Context: an optimization exercise on an open-source flow, tuned for small area, a short achievable clock period and few clock cycles per item. The choices shown serve that exercise and are no tape-out recipe. At most, simulation tests tie the RTL to the original design; equivalence was not proved. No activity file was given, so power comes from the tool's default toggle rates.

==> inputs of trial 82 <==
## wz_fxu
module wz_fxu (
    input  wire        clk,
    input  wire        rst,
    input  wire        in_valid,
    output wire        in_ready,
    input  wire [4:0]  in_op,
    input  wire        in_q,       
    input  wire [1:0]  in_t,       
    input  wire [3:0]  in_x,       
    input  wire [63:0] in_a,
    input  wire [63:0] in_b,
    output reg         out_valid,
    output reg  [63:0] out_data,
    output reg         out_ill
);
==> flow/config.mk <==
export PLATFORM = sky130hd
export DESIGN_NAME = wz_fxu
export DESIGN_NICKNAME = wz_fxu
export VERILOG_FILES = /design/flow/design.v
export SDC_FILE = /design/flow/constraint.sdc
export NUM_CORES = 4
export LEC_CHECK = 0
export ABC_CLOCK_PERIOD_IN_PS = 4000
export CAP_MARGIN = 70
export CORE_MARGIN = 2
export CORE_UTILIZATION = 40
export PLACE_DENSITY = 0.6
export SETUP_SLACK_MARGIN = 5
export SLEW_MARGIN = 70
==> flow/constraint.sdc <==
create_clock -name core_clock -period 17.0 [get_ports {clk}]
set_input_delay 3.4000 -clock core_clock [delete_from_list [all_inputs] [get_ports {clk}]]
set_output_delay 3.4000 -clock core_clock [all_outputs]
set_load 0.01 [all_outputs]
run.sh (not shown) runs the stock make flow with config.mk's settings and CLKGATE_MAP_FILE= SYNTH_SCRIPT=/design/flow/synth_recipe.tcl, a recipe that flattens the netlist after the stock synthesis.
==> trial 23: changes against trial 82 <==
--- a/flow/design.v
+++ b/flow/design.v
@@ -17,13 +17,12 @@
                OP_TSHL = 5'h04, OP_TSHR = 5'h05, OP_TMOV = 5'h06, OP_TLD  = 5'h07,
                OP_QMUL = 5'h08, OP_QADD = 5'h09, OP_QSUB = 5'h0A, OP_QNEG = 5'h0B,
                OP_QABS = 5'h0C, OP_QRND = 5'h0D,
                OP_CRD  = 5'h10, OP_CWR  = 5'h11, OP_TSVL = 5'h12, OP_TSVH = 5'h13,
                OP_TRST = 5'h14;
     reg [79:0] till0, till1, till2, till3;
-    reg [3:0]  tz;       
     reg [1:0]  rm;
     reg        sat;
     reg        sov;
     reg  rdy;
     assign in_ready = rdy;
     wire fire = in_valid & rdy;
@@ -47,55 +46,54 @@
     reg        q1;
     reg [1:0]  t1;
     reg [3:0]  x1;
     reg [31:0] a1;       
     reg [31:0] ah1;      
     reg [15:0] neg1, one1, two1;
-    reg        msu1, mul1;
+    reg        msu1;
     always @(posedge clk) begin
         if (rst) begin
             v1  <= 1'b0;
             rdy <= 1'b1;
         end else begin
             v1  <= fire;
             rdy <= ~(fire & ((in_op == OP_TSHL) | (in_op == OP_TSHR)));
         end
-        begin
+        if (fire) begin
             op1  <= in_op;
             q1   <= in_q;
             t1   <= in_t;
             x1   <= in_x;
             a1   <= i_a;
             ah1  <= in_a[63:32];
             neg1 <= i_neg;
             one1 <= i_one;
             two1 <= i_two;
             msu1 <= i_msu;
-            mul1 <= fire & ((in_op == OP_TMAC) | i_msu | (in_op == OP_QMUL));
         end
     end
     reg [31:0] b1;
     always @* begin
         for (j = 0; j < 16; j = j + 1) begin
-            b1[2*j+1] = neg1[j];
+            b1[2*j+1] = neg1[j] ^ msu1;
             if (j == 0) b1[0] = one1[0];
-            else        b1[2*j] = one1[j] ^ neg1[j-1];
+            else        b1[2*j] = one1[j] ^ neg1[j-1] ^ msu1;
         end
     end
     localparam [71:0] KROW = 72'hff_5555_5556_0000_0000;
     reg [71:0] pp [0:16];
     reg [33:0] psel;
     reg [71:0] nrow;
     always @* begin
-        nrow = KROW & {72{mul1}};
+        nrow = KROW;
         for (j = 0; j < 16; j = j + 1) begin
-            psel = ({34{one1[j] & mul1}} & {{2{a1[31]}}, a1}) |
-                   ({34{two1[j] & mul1}} & {a1[31], a1, 1'b0});
-            psel = psel ^ {34{neg1[j] & mul1}};
-            pp[j] = {38'd0, ~psel[33] & mul1, psel[32:0]} << (2*j);
-            nrow[2*j] = neg1[j] & mul1;
+            psel = ({34{one1[j]}} & {{2{a1[31]}}, a1}) |
+                   ({34{two1[j]}} & {a1[31], a1, 1'b0});
+            psel = psel ^ {34{neg1[j]}};
+            pp[j] = {38'd0, ~psel[33], psel[32:0]} << (2*j);
+            nrow[2*j] = neg1[j];
         end
         pp[16] = nrow;
     end
     wire [71:0] l1 [0:11];
     wire [71:0] l2 [0:7];
     wire [71:0] l3 [0:5];
@@ -206,14 +204,14 @@
         if (d_qsub) begin w_s = al_a; w_c = ~al_b; w_cin = 1'b1; end
         if (d_qneg) begin w_c = ~al_a; w_cin = 1'b1; end
         if (d_qabs) begin w_c = a1[31] ? ~al_a : al_a; w_cin = a1[31]; end
         if (d_qrnd) w_s = al_r;
         if (d_trd)  w_s = rc_trd;
     end
-    wire [80:0] s_next = {ms, 9'd0} | w_s;
-    wire [80:0] c_next = {mc, 9'd0} | w_c;
+    wire [80:0] s_next = d_mul ? {ms, 9'd0} : w_s;
+    wire [80:0] c_next = d_mul ? {mc, 9'd0} : w_c;
     wire [1:0] rsel_t = d_tmov ? x1[1:0] : t1;
     wire       rd_any = d_tmac | d_tmsu | d_trd | d_tshl | d_tshr | d_tmov | d_tsvl | d_tsvh;
     wire       wr_any = d_tclr | d_tmac | d_tmsu | d_tshl | d_tshr | d_tmov | d_tld | d_trst;
     reg        v2;
     reg [3:0]  sel2, we2;
     reg [80:0] s2, c2;
@@ -273,15 +271,14 @@
         cwr2   <= d_cwr;
         cwsov2 <= a1[3];
         ill2   <= v1 & ~d_legal;
     end
     wire [80:0] rc_mul = q2 ? ({81{rco2}} & {41'd0, {40{1'b1}}}) | ({81{rch2}} & (81'd1 << 39))
                             : ({81{rco2}} & {25'd0, {56{1'b1}}}) | ({81{rch2}} & (81'd1 << 55));
-    wire [3:0]  rs2 = sel2 & ~tz;
-    wire [79:0] ta = ({80{rs2[0]}} & till0) | ({80{rs2[1]}} & till1) |
-                     ({80{rs2[2]}} & till2) | ({80{rs2[3]}} & till3);
+    wire [79:0] ta = ({80{sel2[0]}} & till0) | ({80{sel2[1]}} & till1) |
+                     ({80{sel2[2]}} & till2) | ({80{sel2[3]}} & till3);
     wire [80:0] ea = {ta[79], ta} | rc_mul;
     wire [80:0] es = s2 & ~{81{trd3_2 & ~ta[79]}};
     wire [80:0] x_s = ea ^ es ^ c2;
     wire [80:0] x_c = {((ea[79:0] & es[79:0]) | (ea[79:0] & c2[79:0]) | (es[79:0] & c2[79:0])), cin2};
     wire [80:0] sum = x_s + x_c;
     wire        t_ovf = (mac2 & (sum[80] ^ sum[79])) | (ph2_2 & ovf2);
@@ -329,29 +326,31 @@
     wire [63:0] res = qop2  ? q_out :
                       tsvl2 ? ta[63:0] :
                       tsvh2 ? {48'd0, ta[79:64]} :
                       crd2  ? {60'd0, sov, sat, rm} : 64'd0;
     always @(posedge clk) begin
         if (rst) begin
-            tz        <= 4'hF;
+            till0     <= 80'd0;
+            till1     <= 80'd0;
+            till2     <= 80'd0;
+            till3     <= 80'd0;
             sov       <= 1'b0;
             out_valid <= 1'b0;
+            out_data  <= 64'd0;
+            out_ill   <= 1'b0;
         end else begin
             out_valid <= v2 & ~ph1_2;
             if (v2) begin
-                tz <= tz & ~we2;
+                if (we2[0]) till0 <= t_new;
+                if (we2[1]) till1 <= t_new;
+                if (we2[2]) till2 <= t_new;
+                if (we2[3]) till3 <= t_new;
                 if (cwr2)
                     sov <= cwsov2;
                 else if ((qop2 & q_clamp) | (t_clamp & ~ph1_2))
                     sov <= 1'b1;
             end
+            out_data <= res;
+            out_ill  <= ill2;
         end
     end
-    always @(posedge clk) begin
-        if (v2 & we2[0]) till0 <= t_new;
-        if (v2 & we2[1]) till1 <= t_new;
-        if (v2 & we2[2]) till2 <= t_new;
-        if (v2 & we2[3]) till3 <= t_new;
-        out_data <= res;
-        out_ill  <= ill2;
-    end
 endmodule
ABC_CLOCK_PERIOD_IN_PS = not set   (was 4000)
CAP_MARGIN = 30   (was 70)
SETUP_SLACK_MARGIN = not set   (was 5)
SLEW_MARGIN = 30   (was 70)
==> build 53: changes against trial 82 <==
--- a/flow/design.v
+++ b/flow/design.v
@@ -18,23 +18,29 @@
                OP_QMUL = 5'h08, OP_QADD = 5'h09, OP_QSUB = 5'h0A, OP_QNEG = 5'h0B,
                OP_QABS = 5'h0C, OP_QRND = 5'h0D,
                OP_CRD  = 5'h10, OP_CWR  = 5'h11, OP_TSVL = 5'h12, OP_TSVH = 5'h13,
                OP_TRST = 5'h14;
     reg [79:0] till0, till1, till2, till3;
     reg [3:0]  tz;       
+    reg [3:0]  cl, sg;   
+    reg [3:0]  rn2;      
+    reg        c_hi, c_lo;   
     reg [1:0]  rm;
     reg        sat;
     reg        sov;
     reg  rdy;
     assign in_ready = rdy;
     wire fire = in_valid & rdy;
     wire        i_raw = in_q | (in_op == OP_TRST) | (in_op == OP_CWR);
     wire [31:0] i_a   = i_raw ? in_a[31:0] : {in_a[15:0], 16'd0};
     wire [31:0] i_b   = i_raw ? in_b[31:0] : {in_b[15:0], 16'd0};
     wire        i_msu = (in_op == OP_TMSU);
     wire [32:0] i_bx  = {i_b, 1'b0};
+    wire [5:0]  i_n   = in_b[5:0];
+    wire [4:0]  i_rk  = in_q ? ((i_n > 6'd31) ? 5'd31 : i_n[4:0])
+                             : (((i_n > 6'd15) ? 5'd15 : i_n[4:0]) + 5'd16);
     reg  [15:0] i_neg, i_one, i_two;
     integer j;
     always @* begin
         for (j = 0; j < 16; j = j + 1) begin
             i_one[j] = i_bx[2*j+1] ^ i_bx[2*j];
             i_two[j] = (i_bx[2*j+2] & ~i_bx[2*j+1] & ~i_bx[2*j]) |
@@ -48,12 +54,13 @@
     reg [1:0]  t1;
     reg [3:0]  x1;
     reg [31:0] a1;       
     reg [31:0] ah1;      
     reg [15:0] neg1, one1, two1;
     reg        msu1, mul1;
+    reg [4:0]  rk1;      
     always @(posedge clk) begin
         if (rst) begin
             v1  <= 1'b0;
             rdy <= 1'b1;
         end else begin
             v1  <= fire;
@@ -67,12 +74,13 @@
             a1   <= i_a;
             ah1  <= in_a[63:32];
             neg1 <= i_neg;
             one1 <= i_one;
             two1 <= i_two;
             msu1 <= i_msu;
+            rk1  <= i_rk;
             mul1 <= fire & ((in_op == OP_TMAC) | i_msu | (in_op == OP_QMUL));
         end
     end
     reg [31:0] b1;
     always @* begin
         for (j = 0; j < 16; j = j + 1) begin
@@ -83,19 +91,19 @@
     end
     localparam [71:0] KROW = 72'hff_5555_5556_0000_0000;
     reg [71:0] pp [0:16];
     reg [33:0] psel;
     reg [71:0] nrow;
     always @* begin
-        nrow = KROW & {72{mul1}};
+        nrow = KROW;
         for (j = 0; j < 16; j = j + 1) begin
-            psel = ({34{one1[j] & mul1}} & {{2{a1[31]}}, a1}) |
-                   ({34{two1[j] & mul1}} & {a1[31], a1, 1'b0});
-            psel = psel ^ {34{neg1[j] & mul1}};
-            pp[j] = {38'd0, ~psel[33] & mul1, psel[32:0]} << (2*j);
-            nrow[2*j] = neg1[j] & mul1;
+            psel = ({34{one1[j]}} & {{2{a1[31]}}, a1}) |
+                   ({34{two1[j]}} & {a1[31], a1, 1'b0});
+            psel = psel ^ {34{neg1[j]}};
+            pp[j] = {38'd0, ~psel[33], psel[32:0]} << (2*j);
+            nrow[2*j] = neg1[j];
         end
         pp[16] = nrow;
     end
     wire [71:0] l1 [0:11];
     wire [71:0] l2 [0:7];
     wire [71:0] l3 [0:5];
@@ -154,16 +162,13 @@
     wire d_tsvh = v1 & (op1 == OP_TSVH);
     wire d_trst = v1 & (op1 == OP_TRST);
     wire d_legal = d_tclr | d_tmac | d_tmsu | d_trd | d_tshl | d_tshr | d_tmov | d_tld |
                    d_qmul | d_qadd | d_qsub | d_qneg | d_qabs | d_qrnd |
                    d_crd | d_cwr | d_tsvl | d_tsvh | d_trst;
     wire d_mul  = d_tmac | d_tmsu | d_qmul;
-    wire [5:0]  rn  = q1 ? b1[5:0] : b1[21:16];
-    wire [4:0]  rk  = q1 ? ((rn > 6'd31) ? 5'd31 : rn[4:0])
-                         : (((rn > 6'd15) ? 5'd15 : rn[4:0]) + 5'd16);
-    wire [31:0] rlm = ~(32'hFFFF_FFFF << rk);           
+    wire [31:0] rlm = ~(32'hFFFF_FFFF << rk1);          
     wire [31:0] rhm = rlm & ~(rlm >> 1);                
     wire [31:0] rbm = rlm >> 1;                         
     wire        r_half  = |(a1 & rhm);
     wire        r_below = |(a1 & rbm);
     wire        r_odd   = |(a1 & (rlm + 32'd1));        
     reg         r_inc;
@@ -172,13 +177,14 @@
             2'd0:    r_inc = 1'b0;
             2'd1:    r_inc = r_half;
             2'd2:    r_inc = r_half & (r_below | r_odd);
             default: r_inc = a1[31] & (r_half | r_below);
         endcase
     end
-    wire [32:0] r_val = {a1[31], a1 & ~rlm} + ({33{r_inc}} & {1'b0, rlm + 32'd1});
+    wire [32:0] r_up  = {a1[31], a1 | rlm} + 33'd1;
+    wire [32:0] r_val = r_inc ? r_up : {a1[31], a1 & ~rlm};
     reg [5:0] tza, tzb;
     always @* begin
         tza = 6'd32;
         tzb = 6'd32;
         for (j = 31; j >= 0; j = j - 1) begin
             if (a1[j]) tza = j;
@@ -189,13 +195,13 @@
     wire       m_tie = (tza != 6'd32) & (tzb != 6'd32) & (tzs == (q1 ? 7'd30 : 7'd46));
     wire       m_neg = a1[31] ^ b1[31];
     wire [80:0] al_a = {{9{a1[31]}}, a1, 40'd0};
     wire [80:0] al_b = {{9{b1[31]}}, b1, 40'd0};
     wire [80:0] al_r = {{8{r_val[32]}}, r_val, 40'd0};
     wire [80:0] rc_trd = (rm == 2'd0) ? 81'd0 :
-                         (rm == 2'd3) ? (q1 ? {41'd0, {40{1'b1}}} : {25'd0, {56{1'b1}}}) :
+                         (rm == 2'd3) ? 81'd0 :
                                         (q1 ? (81'd1 << 39) : (81'd1 << 55));
     reg [80:0] w_s, w_c;
     reg        w_cin;
     always @* begin
         w_s = 81'd0;
         w_c = 81'd0;
@@ -206,14 +212,14 @@
         if (d_qsub) begin w_s = al_a; w_c = ~al_b; w_cin = 1'b1; end
         if (d_qneg) begin w_c = ~al_a; w_cin = 1'b1; end
         if (d_qabs) begin w_c = a1[31] ? ~al_a : al_a; w_cin = a1[31]; end
         if (d_qrnd) w_s = al_r;
         if (d_trd)  w_s = rc_trd;
     end
-    wire [80:0] s_next = {ms, 9'd0} | w_s;
-    wire [80:0] c_next = {mc, 9'd0} | w_c;
+    wire [80:0] s_next = ({ms, 9'd0} & {81{mul1}}) | w_s;
+    wire [80:0] c_next = ({mc, 9'd0} & {81{mul1}}) | w_c;
     wire [1:0] rsel_t = d_tmov ? x1[1:0] : t1;
     wire       rd_any = d_tmac | d_tmsu | d_trd | d_tshl | d_tshr | d_tmov | d_tsvl | d_tsvh;
     wire       wr_any = d_tclr | d_tmac | d_tmsu | d_tshl | d_tshr | d_tmov | d_tld | d_trst;
     reg        v2;
     reg [3:0]  sel2, we2;
     reg [80:0] s2, c2;
@@ -271,26 +277,26 @@
         tsvh2  <= d_tsvh;
         crd2   <= d_crd;
         cwr2   <= d_cwr;
         cwsov2 <= a1[3];
         ill2   <= v1 & ~d_legal;
     end
+    wire [79:0] ta = ({80{rn2[0]}} & till0) | ({80{rn2[1]}} & till1) |
+                     ({80{rn2[2]}} & till2) | ({80{rn2[3]}} & till3) |
+                     {c_hi, {79{c_lo}}};
     wire [80:0] rc_mul = q2 ? ({81{rco2}} & {41'd0, {40{1'b1}}}) | ({81{rch2}} & (81'd1 << 39))
                             : ({81{rco2}} & {25'd0, {56{1'b1}}}) | ({81{rch2}} & (81'd1 << 55));
-    wire [3:0]  rs2 = sel2 & ~tz;
-    wire [79:0] ta = ({80{rs2[0]}} & till0) | ({80{rs2[1]}} & till1) |
-                     ({80{rs2[2]}} & till2) | ({80{rs2[3]}} & till3);
     wire [80:0] ea = {ta[79], ta} | rc_mul;
-    wire [80:0] es = s2 & ~{81{trd3_2 & ~ta[79]}};
-    wire [80:0] x_s = ea ^ es ^ c2;
-    wire [80:0] x_c = {((ea[79:0] & es[79:0]) | (ea[79:0] & c2[79:0]) | (es[79:0] & c2[79:0])), cin2};
+    wire [80:0] x_s = ea ^ s2 ^ c2;
+    wire [80:0] x_m = (ea & s2) | (ea & c2) | (s2 & c2);
+    wire        inj = trd3_2 & ta[79] & (q2 ? |ta[39:0] : |ta[55:0]);
+    wire [80:0] x_c = {x_m[79:0], cin2};
     wire [80:0] sum = x_s + x_c;
     wire        t_ovf = (mac2 & (sum[80] ^ sum[79])) | (ph2_2 & ovf2);
     wire        t_sgn = mac2 ? sum[80] : sgn2;
     wire        t_clamp = t_ovf & sat;
-    wire [79:0] t_fit = t_clamp ? {t_sgn, {79{~t_sgn}}} : sum[79:0];
     wire [95:0] sh_x = shl2 ? {ta, 16'd0} : {{17{ta[79]}}, ta[79:1]};
     wire [3:0]  sh_m = shl2 ? ~x2 : x2;
     wire [95:0] sh_y = sh_x >> sh_m;
     wire [79:0] sh_v = sh_y[79:0];
     wire [15:0] oh_x  = 16'd1 << x2;             
     wire [15:0] lt_x  = oh_x - 16'd1;            
@@ -314,44 +320,79 @@
         end
     endgenerate
     wire sh_ovf = |(sh_neq & (oh_x | lt_x));
     assign e_inc = ~shl2 & sh_inc;
     assign e_ovf = shl2 & sh_ovf;
     assign e_sgn = ta[79];
-    wire [79:0] t_new = ph1_2 ? sh_v : t_fit;
+    wire [79:0] t_new = ph1_2 ? sh_v : sum[79:0];
     wire        tie_a = q2 ? (ta[39] & ~|ta[38:0]) : (ta[55] & ~|ta[54:0]);
     wire        q_fix = fix2 & (trd2 ? tie_a : tie2);
-    wire [31:0] q_w   = q2 ? {sum[71:41], sum[40] & ~q_fix}
-                           : {sum[71:57], sum[56] & ~q_fix, 16'd0};
-    wire        q_in  = (sum[80:71] == 10'd0) | (sum[80:71] == 10'h3FF);
-    wire        q_clamp = ~q_in & sat;
-    wire [31:0] q_c   = q_clamp ? {sum[80], {31{~sum[80]}}} : q_w;
-    wire [63:0] q_out = q2 ? {{32{q_c[31]}}, q_c} : {{48{q_c[31]}}, q_c[31:16]};
-    wire [63:0] res = qop2  ? q_out :
-                      tsvl2 ? ta[63:0] :
-                      tsvh2 ? {48'd0, ta[79:64]} :
-                      crd2  ? {60'd0, sov, sat, rm} : 64'd0;
+    wire [3:0]  e_we  = {4{v2}} & we2;
+    wire [3:0]  tz_n  = rst ? 4'hF : (tz & ~e_we);
+    wire [3:0]  cl_n  = (e_we & {4{t_clamp & ~ph1_2}}) | (~e_we & cl);
+    wire [3:0]  sg_n  = (e_we & {4{t_sgn}}) | (~e_we & sg);
+    wire [3:0]  sel_n = (v2 & ph1_2) ? sel2 : ({4{rd_any}} & (4'd1 << rsel_t));
+    wire [3:0]  rc_n  = sel_n & ~tz_n & cl_n;
+    always @(posedge clk) begin
+        tz   <= tz_n;
+        cl   <= cl_n;
+        sg   <= sg_n;
+        rn2  <= sel_n & ~tz_n & ~cl_n;
+        c_hi <= |(rc_n & sg_n);
+        c_lo <= |(rc_n & ~sg_n);
+        if (e_we[0]) till0 <= t_new;
+        if (e_we[1]) till1 <= t_new;
+        if (e_we[2]) till2 <= t_new;
+        if (e_we[3]) till3 <= t_new;
+    end
+    reg        inj3;
+    reg        v3, qop3, q3, fix3, sat3, tsvl3, tsvh3, crd3, cwr3, cwsov3, ill3, tcl3;
+    reg [1:0]  rm3;
+    reg [80:0] f3;
+    always @(posedge clk) begin
+        if (rst) v3 <= 1'b0;
+        else     v3 <= v2 & ~ph1_2;
+        f3     <= sum;
+        qop3   <= qop2;
+        q3     <= q2;
+        fix3   <= q_fix;
+        inj3   <= inj;
+        sat3   <= sat;
+        rm3    <= rm;
+        tsvl3  <= tsvl2;
+        tsvh3  <= tsvh2;
+        crd3   <= crd2;
+        cwr3   <= cwr2;
+        cwsov3 <= cwsov2;
+        ill3   <= ill2;
+        tcl3   <= t_clamp & ~ph1_2;
+    end
+    wire [40:0] q_v0  = {f3[80:56], q3 ? f3[55:40] : 16'd0};
+    wire [40:0] q_lsb = q3 ? 41'd1 : 41'h10000;
+    wire [40:0] q_v1  = q_v0 + ({41{inj3}} & q_lsb);
+    wire [40:0] q_v   = q_v1 & ~({41{fix3}} & q_lsb);
+    wire [31:0] q_w   = q3 ? q_v[31:0] : {q_v[31:16], 16'd0};
+    wire        q_in  = (q_v[40:31] == 10'd0) | (q_v[40:31] == 10'h3FF);
+    wire        q_clamp = ~q_in & sat3;
+    wire [31:0] q_c   = q_clamp ? {q_v[40], {31{~q_v[40]}}} : q_w;
+    wire [63:0] q_out = q3 ? {{32{q_c[31]}}, q_c} : {{48{q_c[31]}}, q_c[31:16]};
+    wire [63:0] res = qop3  ? q_out :
+                      tsvl3 ? f3[63:0] :
+                      tsvh3 ? {48'd0, f3[79:64]} :
+                      crd3  ? {60'd0, sov, sat3, rm3} : 64'd0;
     always @(posedge clk) begin
         if (rst) begin
-            tz        <= 4'hF;
             sov       <= 1'b0;
             out_valid <= 1'b0;
         end else begin
-            out_valid <= v2 & ~ph1_2;
-            if (v2) begin
-                tz <= tz & ~we2;
-                if (cwr2)
-                    sov <= cwsov2;
-                else if ((qop2 & q_clamp) | (t_clamp & ~ph1_2))
+            out_valid <= v3;
+            if (v3) begin
+                if (cwr3)
+                    sov <= cwsov3;
+                else if ((qop3 & q_clamp) | tcl3)
                     sov <= 1'b1;
             end
         end
-    end
-    always @(posedge clk) begin
-        if (v2 & we2[0]) till0 <= t_new;
-        if (v2 & we2[1]) till1 <= t_new;
-        if (v2 & we2[2]) till2 <= t_new;
-        if (v2 & we2[3]) till3 <= t_new;
         out_data <= res;
-        out_ill  <= ill2;
+        out_ill  <= ill3;
     end
 endmodule
==> flow/flow/run.sh (new file) <==
#!/bin/bash
set -euo pipefail
bash standard.sh SETUP_SLACK_MARGIN=12 finish > make.log 2>&1
==> flow/standard.sh (new file) <==
#!/bin/bash
# synth_recipe.tcl (not shown) runs the flow's synth.tcl, then flattens the netlist and writes it again
# the make line also repeats each setting of config.mk as NAME=value (left out here)
make -C /OpenROAD-flow-scripts/flow DESIGN_CONFIG=/design/flow/config.mk WORK_HOME=/design/flow/orfs CLKGATE_MAP_FILE= SYNTH_SCRIPT=/design/flow/synth_recipe.tcl "${@:-finish}"
ABC_CLOCK_PERIOD_IN_PS = not set   (was 4000)
SETUP_SLACK_MARGIN = not set   (was 5)
removed: flow/run.sh
==> comparison table <==
Status: build 53 timing/DRC/antenna clean; trial 23 timing/DRC/antenna clean; trial 82 timing/DRC/antenna clean
CP max stage cell: build 53 or4_4; trial 23 a22o_1; trial 82 fa_1
Initial drt markers: build 53 8294; trial 23 8496; trial 82 7833
Number of sinks driven by the clock tree: build 53 811; trial 23 692; trial 82 697
Average size of a mapped cell: build 53 9.09 sq um; trial 23 7.98 sq um; trial 82 8.99 sq um
Footprint of the multi-input gates: build 53 48000 sq um; trial 23 48400 sq um; trial 82 45300 sq um
Launch point of the worst hold path: build 53 cwr2; trial 23 x1[3]; trial 82 ill2
Fraction of power consumed by the clock network: build 53 0.117; trial 23 0.132; trial 82 0.303
Final std cells w/o fill: build 53 10200; trial 23 10700; trial 82 9589
R2r worst-path depth: build 53 20; trial 23 31; trial 82 28
Multi-input combinational area share: build 53 0.561; trial 23 0.640; trial 82 0.589
Net count after synthesis: build 53 8612; trial 23 9626; trial 82 8345
Share of the synthesized netlist area taken by xor and xnor gates: build 53 0.0940; trial 23 0.0921; trial 82 0.0967
Initial antenna violation count: build 53 23; trial 23 15; trial 82 11
Via count: build 53 63300; trial 23 66400; trial 82 59400
Required time of the critical path: build 53 17690 ps; trial 23 17660 ps; trial 82 17480 ps
Worst-case register-to-register setup slack: build 53 11690 ps; trial 23 6560 ps; trial 82 8290 ps
Testbench counts of trial 23, summed over its fixed seeds: cycles 12,131, items 12,000.
Testbench counts of build 53, summed over its fixed seeds: cycles 12,139, items 12,000.
Function not checked in trial 82: the RTL went through the layout flow alone.

## static timing again, ports no longer ideal
The flow's constraints put no driver on any port. The routed layouts listed below were extracted and timed again, unchanged, in two steps.
Step 1 (the two cells are an assumption about what drives the block):
set clk [get_ports {clk}]
set_driving_cell -lib_cell sky130_fd_sc_hd__clkbuf_16 $clk
set_driving_cell -lib_cell sky130_fd_sc_hd__buf_2 [delete_from_list [all_inputs] $clk]
Step 2 adds t to the input delays and takes it off the output delays; t is the mean of the earliest and latest rising clock arrival at the registers after step 1. Input paths then give back, and output paths get back, about the clock's delay inside the block.
Three values: ideal ports, drivers, drivers and shift; two values: the first two.
| run | t (ns) | setup WS [ns] | worst register clock-pin slew, ns | worst slew at a driven data input, ns | cell pins on the clock port's net |
|---|---|---|---|---|---|
| trial 82 | 0.786 | 8.293 / 8.293 / 8.293 | 0.07 / 0.07 | 0.05 | 1 |
| trial 23 | 0.827 | 6.562 / 6.562 / 6.562 | 0.08 / 0.08 | 0.06 | 1 |
| build 53 | 0.828 | 11.694 / 11.694 / 11.488 | 0.08 / 0.08 | 0.07 | 1 |
After both steps setup and hold are still met in every run listed. The setup slack of build 53, which loses most, moves by 0.000 ns with the drivers and by -0.206 ns with both steps.
